What follows belongs to an exercise in optimizing a design on an open flow for small area, a short achievable clock period and few clock cycles per item; a production flow would make more cautious choices. Function was checked by simulation only, so behaviour that the tests miss may differ from the original.

==> flow/design.v (excerpt) <==
module aes256_core (
    input  wire         clk,
    input  wire         rst,         
    input  wire         start,
    input  wire [255:0] key,
    input  wire [127:0] block_in,
    output wire         ready,
    output reg          done,
    output wire [127:0] block_out
);
clock: 10.0 ns
lec_check: 0
abc_area: 1
cap_margin: 40
cell_pad_in_sites_detail_placement: 1
cell_pad_in_sites_global_placement: 2
core_margin: 2
core_utilization: 55
place_density: 0.7
slew_margin: 60
standard.sh (not shown) runs the stock make flow with config.mk's settings and CLKGATE_MAP_FILE= SYNTH_SCRIPT=/design/flow/synth_recipe.tcl, a recipe that flattens the netlist after the stock synthesis.
==> flow/flow/run.sh <==
#!/bin/bash
set -euo pipefail
bash standard.sh SETUP_SLACK_MARGIN=6.5 finish > flow.log 2>&1
The baseline stopped in global placement without I/O (3_1_place_gp_skip_io).
Testbench counts at the start, summed over its fixed seeds: cycles 44,816, items 3,200.
==> next run, changes <==
==> flow/run.sh (new file) <==
#!/bin/bash
# synth_recipe.tcl (not shown) runs the flow's synth.tcl, then flattens the netlist and writes it again
# the make line also repeats each setting of config.mk as NAME=value (left out here)
make -C /OpenROAD-flow-scripts/flow DESIGN_CONFIG=/design/flow/config.mk WORK_HOME=/design/flow/orfs CLKGATE_MAP_FILE= SYNTH_SCRIPT=/design/flow/synth_recipe.tcl finish
Settings changed: CELL_PAD_IN_SITES_DETAIL_PLACEMENT 1 to 0, CELL_PAD_IN_SITES_GLOBAL_PLACEMENT 2 to 0, CORE_UTILIZATION 55 to 45, PLACE_DENSITY 0.7 to 0.6, SETUP_SLACK_MARGIN from default to 5.
removed: flow/flow/run.sh
removed: flow/standard.sh
After rerunning: With this change the flow went through all stages and came out clean; synthesized cell count is unchanged; area after synthesis is unchanged.
==> next run, changes <==
==> flow/flow/run.sh (new file) <==
#!/bin/bash
set -euo pipefail
bash standard.sh SETUP_SLACK_MARGIN=6.5 finish > flow.log 2>&1
==> flow/standard.sh (new file) <==
#!/bin/bash
# synth_recipe.tcl (not shown) runs the flow's synth.tcl, then flattens the netlist and writes it again
# the make line also repeats each setting of config.mk as NAME=value (left out here)
make -C /OpenROAD-flow-scripts/flow DESIGN_CONFIG=/design/flow/config.mk WORK_HOME=/design/flow/orfs CLKGATE_MAP_FILE= SYNTH_SCRIPT=/design/flow/synth_recipe.tcl "${@:-finish}"
Settings changed: ABC_AREA 1 to default, CELL_PAD_IN_SITES_DETAIL_PLACEMENT 0 to 1, CELL_PAD_IN_SITES_GLOBAL_PLACEMENT 0 to 2, CORE_UTILIZATION 45 to 55, PLACE_DENSITY 0.6 to 0.7, SETUP_SLACK_MARGIN 5 to default.
removed: flow/run.sh
The changed run completed without violations; via count goes down by 19%; wire length goes up by 5.7%; final area goes down by 5.1%; maximum frequency goes down by 4.8%.
==> next run, changes <==
==> flow/flow/run.sh (replaced) <==
#!/bin/bash
set -euo pipefail
bash standard.sh synth floorplan > flow_synth_floorplan.log 2>&1
bash standard.sh SETUP_SLACK_MARGIN=6.5 "BUFFER_PORTS_ARGS=-buffer_cell sky130_fd_sc_hd__buf_1" finish > flow_place_route.log 2>&1
Settings changed: ABC_AREA from default to 1, CELL_PAD_IN_SITES_DETAIL_PLACEMENT 1 to 0, CELL_PAD_IN_SITES_GLOBAL_PLACEMENT 2 to 0, CORE_UTILIZATION 55 to 45, CTS_BUF_LIST from default to sky130_fd_sc_hd__clkbuf_8, PLACE_DENSITY 0.7 to 0.6.
After rerunning: Cell count climbs by well over a third. Clock-buffer cell count climbs by 67. Synthesized area climbs by roughly a tenth. Critical path depth drops by 8. Design area climbs slightly. Synthesized cell count climbs by well over a third.
==> next run, changes <==
==> flow/run.sh (new file) <==
#!/bin/bash
# synth_recipe.tcl (not shown) runs the flow's synth.tcl, then flattens the netlist and writes it again
# the make line also repeats each setting of config.mk as NAME=value (left out here)
make -C /OpenROAD-flow-scripts/flow DESIGN_CONFIG=/design/flow/config.mk WORK_HOME=/design/flow/orfs CLKGATE_MAP_FILE= SYNTH_SCRIPT=/design/flow/synth_recipe.tcl finish
Settings changed: ABC_AREA 1 to default, CELL_PAD_IN_SITES_DETAIL_PLACEMENT 0 to 1, CELL_PAD_IN_SITES_GLOBAL_PLACEMENT 0 to 2, CTS_BUF_LIST sky130_fd_sc_hd__clkbuf_8 to default, SETUP_SLACK_MARGIN from default to 5.
removed: flow/flow/run.sh
removed: flow/standard.sh
Result: Non-clock buffer count rose by 65. Clock-buffer cell count decreases by 58. Utilization grows by 3.7 points. Routed wire length came out lower by about a fifth. Clock skew drops by 46 ps.
==> next run, changes <==
==> flow/flow/run.sh (new file) <==
#!/bin/bash
set -euo pipefail
bash standard.sh synth floorplan > flow_synth_floorplan.log 2>&1
bash standard.sh SETUP_SLACK_MARGIN=6.5 finish > flow_place_route.log 2>&1
==> flow/standard.sh (new file) <==
#!/bin/bash
# synth_recipe.tcl (not shown) runs the flow's synth.tcl, then flattens the netlist and writes it again
# the make line also repeats each setting of config.mk as NAME=value (left out here)
make -C /OpenROAD-flow-scripts/flow DESIGN_CONFIG=/design/flow/config.mk WORK_HOME=/design/flow/orfs CLKGATE_MAP_FILE= SYNTH_SCRIPT=/design/flow/synth_recipe.tcl "${@:-finish}"
Settings changed: ABC_AREA from default to 1, CELL_PAD_IN_SITES_DETAIL_PLACEMENT 1 to 0, CELL_PAD_IN_SITES_GLOBAL_PLACEMENT 2 to 0, SETUP_SLACK_MARGIN 5 to default.
removed: flow/run.sh
Effect: Via count came out higher by 45%. Worst setup slack improved by 730 ps. Utilization drops by 1.6 points. Cell count is higher by 48%. Synthesized cell count climbs by 62%.

afterwards: timing with drivers on the ports:
In the flow no input, the clock included, has a driving cell. The finished layouts below were timed again as built, in two steps. Step 1, drivers: a clkbuf_16 drives clk and a buf_2 each remaining input, both assumed. Step 2 moves the port delays by t, midway between the first and last clock arrival at a register: inputs arrive t later, outputs are due t later. That takes back most of the time a late clock gives input paths. Three values: ideal ports, drivers, drivers and shift; two values: the first two.
run	t, ns	setup slack, ns	worst hold slack (ns)	worst register clock-pin slew, ns
the second run	0.877	6.235 / 6.149 / 6.560	0.325 / 0.325 / 0.325	0.07 / 0.07
the third run	0.882	6.044 / 6.044 / 6.044	0.317 / 0.317 / 0.317	0.08 / 0.08
the fourth run	1.021	6.548 / 6.460 / 6.648	0.295 / 0.295 / 0.295	0.08 / 0.08
the fifth run	0.863	5.830 / 5.830 / 5.830	0.321 / 0.321 / 0.321	0.07 / 0.07
the sixth run	0.877	6.559 / 6.472 / 6.588	0.325 / 0.325 / 0.325	0.07 / 0.07
After both steps setup and hold are still met in every run listed.
